Context: an optimization exercise on an open-source flow, tuned for small area. The choices shown serve that exercise and are no tape-out recipe. In this exercise RTL edits were held to simulation tests only and were not proved equivalent to the original.

==> design/flow/design.v <==
module cbs_window_quad (
    input  wire        clk,
    input  wire        rst,
    input  wire        trig,
    input  wire [15:0] cfg_len,
    input  wire        cfg_sinc3,
    input  wire [3:0]  bits,
    input  wire [63:0] cal_ofs,
    input  wire [79:0] cal_gain,
    input  wire [3:0]  cal_valid,
    input  wire [3:0]  offset_bin,
    output wire        ready,
    output reg         done,
    output reg  [63:0] code,
    output reg  [3:0]  clamp,
    output reg  [3:0]  cal_inv,
    output reg  [15:0] len_out
);
    reg        open;
    reg        sinc3;
    reg [15:0] len_r;
    reg [14:0] m_r;
    reg [15:0] span;
    reg [15:0] k;           
    reg [15:0] j;           
    reg signed [3:0]  wa;   
    reg signed [16:0] wb;   
    reg signed [30:0] wc;   
    reg [43:0] dnorm;       
    wire        start = trig && !open && !rst;
    wire [15:0] third = cfg_len / 16'd3;
    wire [14:0] m_new = (third < 16'd8) ? 15'd8 : third[14:0];
    assign ready = !open;
    wire [15:0] jn = j + 16'd1;
    wire signed [3:0] imp = (jn == {1'b0, m_r})        ? -4'sd3 :
                            (jn == {m_r, 1'b0})        ?  4'sd3 :
                            (jn == ({m_r, 1'b0} + {1'b0, m_r})) ? -4'sd1 : 4'sd0;
    wire signed [3:0]  wa_n = wa + imp;
    wire signed [16:0] wb_n = wb + wa_n;
    wire signed [30:0] wc_n = wc + wb_n;
    wire signed [30:0] weight = sinc3 ? wc : 31'sd1;
    wire        last = open && (k == span - 16'd1);
    always @(posedge clk) begin
        if (rst) begin
            open <= 1'b0;
        end else if (start) begin
            open  <= 1'b1;
            sinc3 <= cfg_sinc3;
            len_r <= cfg_len;
            m_r   <= m_new;
            span  <= cfg_sinc3 ? (m_new * 16'd3) : cfg_len;
            k     <= 16'd1;
            j     <= 16'd0;
            wa    <= 4'sd1;
            wb    <= 17'sd1;
            wc    <= 31'sd1;
        end else if (open) begin
            k  <= k + 16'd1;
            j  <= jn;
            wa <= wa_n;
            wb <= wb_n;
            wc <= wc_n;
            if (last)
                open <= 1'b0;
        end
    end
    always @(posedge clk)
        dnorm <= sinc3 ? ({29'd0, m_r} * {29'd0, m_r} * {29'd0, m_r}) : {28'd0, len_r};
    reg signed [44:0] acc [0:3];
    reg signed [44:0] acc_next [0:3];
    integer i;
    always @(*) begin
        for (i = 0; i < 4; i = i + 1) begin
            if (start)
                acc_next[i] = cfg_sinc3 ? 45'sd0 : (bits[i] ? 45'sd1 : -45'sd1);
            else
                acc_next[i] = bits[i] ? acc[i] + weight : acc[i] - weight;
        end
    end
    always @(posedge clk)
        for (i = 0; i < 4; i = i + 1)
            if (start || open)
                acc[i] <= acc_next[i];
    localparam S_IDLE = 3'd0, S_OFS = 3'd1, S_GAIN = 3'd2, S_NUM = 3'd3,
               S_DIV = 3'd4, S_OUT = 3'd5;
    reg [2:0]  state;
    reg [4:0]  step;
    reg signed [44:0] s_cap [0:3];
    reg [43:0] d_cap;
    reg [15:0] len_cap;
    reg signed [60:0] p   [0:3];    
    reg [79:0] x   [0:3];           
    reg [3:0]  neg;
    reg [81:0] num [0:3];           
    reg [81:0] dsh;                 
    reg [17:0] q   [0:3];
    reg signed [15:0] ofs_eff  [0:3];
    reg [19:0]        gain_eff [0:3];
    always @(*)
        for (i = 0; i < 4; i = i + 1) begin
            ofs_eff[i]  = cal_valid[i] ? cal_ofs[16*i +: 16]  : 16'sd0;
            gain_eff[i] = cal_valid[i] ? cal_gain[20*i +: 20] : 20'h80000;
        end
    reg [15:0] n_code [0:3];
    reg [3:0]  n_clamp;
    always @(*)
        for (i = 0; i < 4; i = i + 1) begin
            n_clamp[i] = 1'b0;
            if (!neg[i]) begin
                if (q[i] > 18'd32767) begin
                    n_code[i]  = 16'h7fff;
                    n_clamp[i] = 1'b1;
                end else begin
                    n_code[i] = q[i][15:0];
                end
            end else begin
                if (q[i] > 18'd32768) begin
                    n_code[i]  = 16'h8000;
                    n_clamp[i] = 1'b1;
                end else begin
                    n_code[i] = 16'd0 - q[i][15:0];
                end
            end
            if (offset_bin[i])
                n_code[i] = n_code[i] ^ 16'h8000;
        end
    always @(posedge clk) begin
        done <= 1'b0;
        if (rst) begin
            state <= S_IDLE;
        end else begin
            case (state)
            S_IDLE: if (last) begin
                for (i = 0; i < 4; i = i + 1)
                    s_cap[i] <= acc_next[i];
                d_cap   <= dnorm;
                len_cap <= span;
                state   <= S_OFS;
            end
            S_OFS: begin
                for (i = 0; i < 4; i = i + 1)
                    p[i] <= $signed({{16{s_cap[i][44]}}, s_cap[i]}) * 61'sd40960
                          - $signed({{45{ofs_eff[i][15]}}, ofs_eff[i]}) * $signed({17'd0, d_cap});
                state <= S_GAIN;
            end
            S_GAIN: begin
                for (i = 0; i < 4; i = i + 1) begin
                    neg[i] <= p[i][60];
                    x[i]   <= (p[i][60] ? 80'd0 - {{19{p[i][60]}}, p[i]} : {19'd0, p[i]})
                              * {60'd0, gain_eff[i]};
                end
                state <= S_NUM;
            end
            S_NUM: begin
                for (i = 0; i < 4; i = i + 1) begin
                    num[i] <= {x[i], 1'b0} + {19'd0, d_cap, 19'd0};
                    q[i]   <= 18'd0;
                end
                dsh   <= {1'b0, d_cap, 37'd0};
                step  <= 5'd0;
                state <= S_DIV;
            end
            S_DIV: begin
                for (i = 0; i < 4; i = i + 1) begin
                    if (num[i] >= dsh) begin
                        num[i] <= num[i] - dsh;
                        q[i]   <= {q[i][16:0], 1'b1};
                    end else begin
                        q[i]   <= {q[i][16:0], 1'b0};
                    end
                end
                dsh  <= dsh >> 1;
                step <= step + 5'd1;
                if (step == 5'd17)
                    state <= S_OUT;
            end
            S_OUT: begin
                for (i = 0; i < 4; i = i + 1)
                    code[16*i +: 16] <= n_code[i];
                clamp   <= n_clamp;
                cal_inv <= ~cal_valid;
                len_out <= len_cap;
                done    <= 1'b1;
                state   <= S_IDLE;
            end
            default: state <= S_IDLE;
            endcase
        end
    end
endmodule
==> design/flow/run.sh <==
#!/bin/bash
# synth_recipe.tcl (not shown) runs the flow's synth.tcl, then flattens the netlist and writes it again
# the make line also repeats each setting of config.mk as NAME=value (left out here)
make -C /OpenROAD-flow-scripts/flow DESIGN_CONFIG=/design/flow/config.mk WORK_HOME=/design/flow/orfs CLKGATE_MAP_FILE= SYNTH_SCRIPT=/design/flow/synth_recipe.tcl finish
==> design/flow/config.mk <==
export PLATFORM = sky130hd
export DESIGN_NAME = cbs_window_quad
export DESIGN_NICKNAME = cbs_window_quad
export VERILOG_FILES = /design/flow/design.v
export SDC_FILE = /design/flow/constraint.sdc
export NUM_CORES = 8
export LEC_CHECK = 0
export CAP_MARGIN = 20
export CORE_MARGIN = 2
export CORE_UTILIZATION = 30
export PLACE_DENSITY = 0.38
export SLEW_MARGIN = 20
==> design/flow/constraint.sdc <==
create_clock -name core_clock -period 15.0 [get_ports {clk}]
set_input_delay 3.0000 -clock core_clock [delete_from_list [all_inputs] [get_ports {clk}]]
set_output_delay 3.0000 -clock core_clock [all_outputs]
set_load 0.01 [all_outputs]
==> flow_summary.json <==
{
  "cp_max_fo": 15,
  "synth_seq_area_share": 0.137,
  "ys_seq_elements": 1743,
  "grt_use_met3": 0.0278,
  "relSlewSlack": 0.171,
  "track_usage": 0.237,
  "synth_commonest_cells": "fa_1, inv_1, nand2_1",
  "wl_um": 1510000,
  "ys_warn_count": 11,
  "netlist_instances": 40900,
  "vias": 289000,
  "fin_worst_skew_ns": 0.103,
  "drv_slew": 0,
  "outcome": "finished clean",
  "drtPass1Iterations": 8,
  "cp_top_family": "adder cells",
  "synth_area_mm2": 0.379,
  "ctsResizeCount": 0,
  "holdWs_ns": 0.369,
  "synth.largest_area_cell": "fa_1",
  "critical_path_class": "reg2reg",
  "drive_above_1_share": 0.0421,
  "yosysUniqueCellTypes": 97,
  "clkLatencyLatePin_ns": 1.15,
  "min_path_cells": 0,
  "async_flop_share": 0,
  "synth.area.top_cells": "fa_1, edfxtp_1, ha_1",
  "rrSetupSlack_ns": 1.05,
  "drtIter0Drc": 21100,
  "use_met1": 0.327,
  "htreeDepth": 4,
  "cp_slowest_cell": "edfxtp_1",
  "die-width_um": 1130,
  "grt_overflow_total": 0,
  "cts_num_sinks": 1743,
  "holdBufCountCts": 0,
  "end_kind": "flip-flop",
  "port_buffers": 265,
  "cts_tree": "built",
  "cap_violations": 0,
  "ys.flop_type": "edfxtp_1",
  "grt_max_degree": 238,
  "post_drt_wl_per_cell_um": 26.2,
  "netlist.area_leader.share": 0.405,
  "grt_pass1_wl_um": 2220000,
  "die_area_mm2": 1.27,
  "use_met2": 0.392,
  "cp_num_buf_inv": 7,
  "final_cells": 57700,
  "vias_per_cell": 5.02,
  "worst_pin_slew_ns": 1.24,
  "setup_viol": 0,
  "finalCriticalPeriod_ns": 13.95,
  "min_path_type": "reg2reg",
  "antenna_found_initial": 157,
  "place_congestion": 0.893,
  "required_ns": 16.01,
  "area.growth.synth_to_final_pct": 8.89,
  "num_rows": 413,
  "synth_area_per_cell_um2": 9.27,
  "rsz0062_at_grt": "false",
  "synth_edf_count": 1694,
  "fin_nets": 51000,
  "cts_buffers": 250,
  "start_util": 0.301,
  "drtAntennaViolNets": 0,
  "cpPeakStageDelay_ns": 0.68,
  "hold_viol_final": 0,
  "cp.arrival_ns": 14.96,
  "final.period_utilization": 0.930,
  "pin_count": 266,
  "tns_ns": 0,
  "path_clk_slew_ns": 0.06,
  "worst-path-stages": 48,
  "max_freq_ghz": 0.0717,
  "cp_common_cell": "fa_1",
  "grt_busiest_layer": "met2",
  "post_cts_buffers": 0,
  "synth.most_common_cell": "fa_1",
  "first_global_vias": 312000,
  "clk_path_buf_depth": 5,
  "worstRegToRegCells": 48,
  "die_h_um": 1130,
  "cts_root_buffer": "clkbuf_16",
  "dp.cells": 57100,
  "start_kind": "flip-flop",
  "design.core.area_mm2": 1.26,
  "place_hpwl_um": 1210000,
  "drc": 0
}
==> sequential cells by signal, summed over array words and instances, names as in the netlist, 17 cells and up <==
signal  flops
acc       180
code       64
d_cap      44
dnorm      44
dsh        81
num       328
p         244
q          72
s_cap     180
wb         17
wc         31
x         320
==> metrics by stage <==
stage          instance area, um2  worst slack [ns]   util
6_report                   413000              1.05  0.327
5_1_grt                    413000             0.211  0.327
4_1_cts                    413000             0.953  0.327
3_5_place_dp               405000              1.04  0.320
3_3_place_gp               404000             0.577  0.320
2_1_floorplan              380000             -2.52      -
==> metal layers <==
| metal | share of wire | wire length (um) |
|---|---|---|
| met1 | 0.45 | 677000 |
| met2 | 0.46 | 703000 |
| met3 | 0.052 | 78100 |
| met4 | 0.036 | 53800 |
| met5 | 0.00017 | 251 |
==> cell families after synthesis <==
kind of cell    after synthesis  share of synthesized area
compound gates             5088                     0.0843
xor+xnor                   2125                     0.0492
fa+ha+maj                 10300                      0.490
buf+inv                    8956                     0.0887
flops                      1743                      0.137
mux                          56                    0.00157
other cells                   2                  0.0000198
simple gates              12700                      0.150
==> layout by cell type (no fill, tap or decap), drive strengths merged, types with 140 or more instances in the layout <==
cell           instances
clkbuf               288
nand2b               275
conb                 232
clkdlybuf4s50        233
nor2b                211
and2                 460
ha                  2576
and3                1533
fa                  7674
nor3                 338
a21o                 673
o31ai                140
edfxtp              1694
a21oi               1374
nand3                389
xor2                 782
nor2                2650
or3                  196
inv                 6983
buf                  947
o21a                 265
o21bai               239
nand2               6187
o21ai               1379
xnor2               1341
==> path summary, 6_finish.rpt <==
| path | start | to |
|---|---|---|
| min | dnorm[32] | d_cap[32] |
| min reg2reg | dnorm[32] | d_cap[32] |
| max | m_r[12] | dnorm[43] |
| max reg2reg | m_r[12] | dnorm[43] |
==> worst register-to-register path, delay by kind of cell, from the launching register on <==
kind	cells	cell delay, ns
AOI/OAI and AO/OA	15	3.29
xor gates and xnor gates	1	0.08
adders and majority gates	14	6.69
buffers and inverters	7	0.95
DFF	1	0.68
and+or+nand+nor	11	2.13
==> layout make-up <==
class / instances / area (um2)
Antenna cell: 69 / 173
Clock buffer: 287 / 6450
Clock inverter: 166 / 1830
Fill cell: 131000 / 849000
Inverter: 6968 / 26200
Multi-Input combinational cell: 30400 / 296000
Sequential cell: 1743 / 51800
Tap cell: 16800 / 21000
Timing Repair Buffer: 1181 / 9880

what the ideal ports hide:
Ports are ideal in the flow. The routed layout listed here was re-timed in OpenROAD. Step 1 sets driving cells, clkbuf_16 on the clock port and buf_2 on the other inputs (assumed; they add their load-dependent delay and slew). Step 2 also shifts input and output timing later by t, the mid clock arrival at the registers, as if the neighbouring blocks saw the same clock. a / b / c = ideal / step 1 / step 2; a / b = the first two.
shift t [ns]: 1.252
setup slack, ns: 1.054 / 1.054 / 1.054
slew at the worst register clock pin (ns): 0.08 / 0.08
worst slew at a driven data input, ns: 0.51
After both steps this run still meets setup and hold. For this run, drivers alone change the setup slack by 0.000 ns; drivers and shift together by 0.000 ns.
